Source: an optimization exercise on an open RTL-to-GDS flow (aim: small area, a short achievable clock period and few clock cycles per item). Production flows keep margins and buffers that such runs may drop.
Only simulation tests tie the RTL to the original design; equivalence was not proved.
Power figures rest on the tool's default switching activity, not on a simulated workload.

Setup of job 6824:
==> flow/design.v (excerpt) <==
module mdu36 (
    input  wire        clk,
    input  wire        rst,
    input  wire        start,
    input  wire [3:0]  op,
    input  wire        ctm,
    input  wire [35:0] a,
    input  wire [35:0] b,
    input  wire [71:0] c,
    output wire        ready,
    output reg         done,
    output wire [35:0] result,
    output wire [35:0] result_hi,
    output reg         dz,
    output reg         ovf,
    output reg         trap
);
    reg         busy;
    assign ready = ~busy;
    wire        acc = start & ~busy;
    wire in_mul    = ~op[3];
    wire in_msgn   = (op == 4'd1) | (op == 4'd2) | (op == 4'd4);
    wire in_mac    = (op == 4'd4) | (op == 4'd5);
    wire in_mulq   = (op == 4'd1);
    wire in_sqrt   = (op[3:1] == 3'b111);
    wire in_signed = op[3] & ~op[0] & ~(op[2] & op[1]);        
    wire in_trapop = op[3] & op[2] & ~op[1];                   
    wire in_rem    = op[3] & ~op[2] & op[1];                   
    wire [37:0] mx = {{2{in_msgn & a[35]}}, a};           
  ...
clock: 13.0 ns
lec_check: 0
cap_margin: 20
core_margin: 2
core_utilization: 40
setup_slack_margin: 5
slew_margin: 20
run.sh (not shown) runs the stock make flow with config.mk's settings and CLKGATE_MAP_FILE= SYNTH_SCRIPT=/design/flow/synth_recipe.tcl, a recipe that flattens the netlist after the stock synthesis.
Job 6824 completed; timing, DRC and antenna clean
Testbench counts of job 6824, summed over its fixed seeds: cycles 24,010, ops 16,000.
The inputs of job 4812 differ from those of job 6824 as listed below.
- SLEW_MARGIN now 0, was 20
- CAP_MARGIN now 0, was 20
Notes after the runs:
Run comparison: job 6824 critical path capture point result[28]; job 4812 critical path capture point result[30]
Looking at job 6824 and job 4812, the die area is a wash.
Summary of job 4812 over job 6824: total area of multi-input combinational cells was more or less identical; maximum frequency went down by about 1.4%; initial antenna violation count went down by 5.
Job 4812 vs. job 6824: via count now sits lower; post-route fraction of the period consumed by the critical path now sits higher.
[inputs] job 2105 vs job 4812
- CORE_UTILIZATION changed from 40 to 35
- CAP_MARGIN changed from 0 to 20
- SLEW_MARGIN changed from 0 to 20
==> notes.md <==
As of job 2105, total placed cells including tap cells had risen by a few percent compared to job 4812.
Going from job 4812 to job 2105, fraction of area in registers barely changed; register-to-register slack dropped 0.16 ns.
Changes in job 907 relative to job 2105:
- CORE_UTILIZATION changed from 35 to 40
- PLACE_DENSITY newly set to 0.75
--- outcome ---
- Job 2105 → job 907: post-CTS clock slew at the launch and capture registers of the worst setup and hold paths stayed essentially flat; post-layout utilization of the core rose by 5.5 points; global-route usage rose by 4.2 points; sequential share of layout area stayed essentially flat.
- Per the final summary, job 907 finished and its layout is clean on timing, DRC and antenna.
- Of job 2105 and job 907, job 907 shows the lower post-cts gate resize count, with job 2105 above it.
Inputs modified between job 907 and job 447:
- PLACE_DENSITY no longer set, was 0.75
- TNS_END_PERCENT now 20, previously not set
Going from job 907 to job 447, non-clock buffer count saw a decrease; global router's overall resource usage saw an increase; area of all placed cells without fillers saw a decrease; max-capacitance violation count saw little to no change.
Job 447: cell count is 35 lower than what job 907 reported.
Relative to job 907, the standby leakage power measured on job 447 has decreased slightly.

* * *

mdu36 again, from the RTL that the note above started with.
==> flow/design.v (excerpt) <==
module mdu36 (
    input  wire        clk,
    input  wire        rst,
    input  wire        start,
    input  wire [3:0]  op,
    input  wire        ctm,
    input  wire [35:0] a,
    input  wire [35:0] b,
    input  wire [71:0] c,
    output wire        ready,
    output reg         done,
    output wire [35:0] result,
    output wire [35:0] result_hi,
    output reg         dz,
    output reg         ovf,
    output reg         trap
);
==> flow/config.mk <==
export PLATFORM = sky130hd
export DESIGN_NAME = mdu36
export DESIGN_NICKNAME = mdu36
export VERILOG_FILES = /design/flow/design.v
export SDC_FILE = /design/flow/constraint.sdc
export NUM_CORES = 4
export LEC_CHECK = 0
export CAP_MARGIN = 20
export CORE_MARGIN = 2
export CORE_UTILIZATION = 40
export SETUP_SLACK_MARGIN = 5
export SLEW_MARGIN = 20
export TNS_END_PERCENT = 0
==> flow/constraint.sdc <==
create_clock -name core_clock -period 13.0 [get_ports {clk}]
set_input_delay 2.6000 -clock core_clock [delete_from_list [all_inputs] [get_ports {clk}]]
set_output_delay 2.6000 -clock core_clock [all_outputs]
set_load 0.01 [all_outputs]
Testbench counts at the start, summed over its fixed seeds: cycles 24,010, ops 16,000.
==> next run, changes <==
==> flow/flow/run.sh (new file) <==
#!/bin/bash
set -euo pipefail
bash standard.sh BUFFER_PORTS_ARGS="-buffer_cell sky130_fd_sc_hd__buf_2" finish > standard_flow.log 2>&1
==> flow/standard.sh (new file) <==
#!/bin/bash
# synth_recipe.tcl (not shown) runs the flow's synth.tcl, then flattens the netlist and writes it again
# the make line also repeats each setting of config.mk as NAME=value (left out here)
make -C /OpenROAD-flow-scripts/flow DESIGN_CONFIG=/design/flow/config.mk WORK_HOME=/design/flow/orfs CLKGATE_MAP_FILE= SYNTH_SCRIPT=/design/flow/synth_recipe.tcl "${@:-finish}"
TNS_END_PERCENT = default   (was 0)
removed: flow/run.sh
After rerunning: The new run finished clean; critical path depth went up by 21; routed wire length shrinks by 0.54%; final cell count came out higher by 1.1%; flip-flop and latch count stays the same; via count went up by 0.61%; power fell by 1.4%; fmax climbs by 4.7%; hold slack gets worse by 0.0055 ns; register-to-register slack is better by 0.21 ns; clock-buffer cell count came out higher by 6; sequential share of layout area hardly moves.

* * *

mdu36 again, from the RTL that the note above started with.
==> flow/config.mk <==
export PLATFORM = sky130hd
export DESIGN_NAME = mdu36
export DESIGN_NICKNAME = mdu36
export VERILOG_FILES = /design/flow/design.v
export SDC_FILE = /design/flow/constraint.sdc
export NUM_CORES = 4
export LEC_CHECK = 0
export CAP_MARGIN = 20
export CORE_MARGIN = 2
export CORE_UTILIZATION = 40
export GPL_ROUTABILITY_DRIVEN = 0
export SETUP_SLACK_MARGIN = 5
export SLEW_MARGIN = 20
==> flow/constraint.sdc <==
create_clock -name core_clock -period 13.0 [get_ports {clk}]
set_input_delay 2.6000 -clock core_clock [delete_from_list [all_inputs] [get_ports {clk}]]
set_output_delay 2.6000 -clock core_clock [all_outputs]
set_load 0.01 [all_outputs]
Stock flow here: none of the scripts above is used.
Testbench counts at the start, summed over its fixed seeds: cycles 24,010, ops 16,000.
Edit:
==> flow/flow/run.sh (new file) <==
#!/bin/bash
set -euo pipefail
bash standard.sh BUFFER_PORTS_ARGS="-buffer_cell sky130_fd_sc_hd__buf_2" SETUP_SLACK_MARGIN=5.5 finish > standard_flow.log 2>&1
==> flow/standard.sh (new file) <==
#!/bin/bash
# synth_recipe.tcl (not shown) runs the flow's synth.tcl, then flattens the netlist and writes it again
# the make line also repeats each setting of config.mk as NAME=value (left out here)
make -C /OpenROAD-flow-scripts/flow DESIGN_CONFIG=/design/flow/config.mk WORK_HOME=/design/flow/orfs CLKGATE_MAP_FILE= SYNTH_SCRIPT=/design/flow/synth_recipe.tcl "${@:-finish}"
GPL_ROUTABILITY_DRIVEN = unset   (was 0)
removed: flow/run.sh
The changed run completed with no timing, DRC or antenna violations.
Wire length goes up by a few percent.
Final area rises by a few percent.
Combinational power grows by a few percent.
Power is higher by a few percent.

-- port drivers added, routing unchanged --
In the flow no input, the clock included, has a driving cell. The finished layouts below were timed again as built, in two steps.
Step 1: set_driving_cell puts a clkbuf_16 on clk and a buf_2 on each other input, an assumption about the parent block.
Step 2 adds t to the input delays and takes it off the output delays; t is the mean of the earliest and latest rising clock arrival at the registers after step 1. Input paths then give back, and output paths get back, about the clock's delay inside the block.
a / b / c = ideal ports / drivers / drivers and shift; a / b = the first two.
run | t, ns | setup slack, ns | pins driven straight from the clock port
job 6824 | 0.746 | 5.110 / 5.026 / 4.444 | 1
job 4812 | 0.751 | 5.001 / 4.921 / 4.420 | 1
job 2105 | 0.750 | 4.941 / 4.855 / 4.411 | 1
job 907 | 0.747 | 4.877 / 4.799 / 4.454 | 1
job 447 | 0.746 | 4.671 / 4.589 / 4.240 | 1
the first run of note 2 | 0.744 | 4.635 / 4.552 / 4.216 | 1
the second run of note 2 | 0.780 | 5.011 / 4.939 / 4.556 | 1
the first run of note 3 | 0.728 | 5.031 / 4.949 / 4.427 | 1
the second run of note 3 | 0.748 | 5.373 / 5.292 / 4.870 | 1
After both steps setup and hold are still met in every run listed. The setup slack of job 6824, which loses most, moves by -0.084 ns with the drivers and by -0.666 ns with both steps.
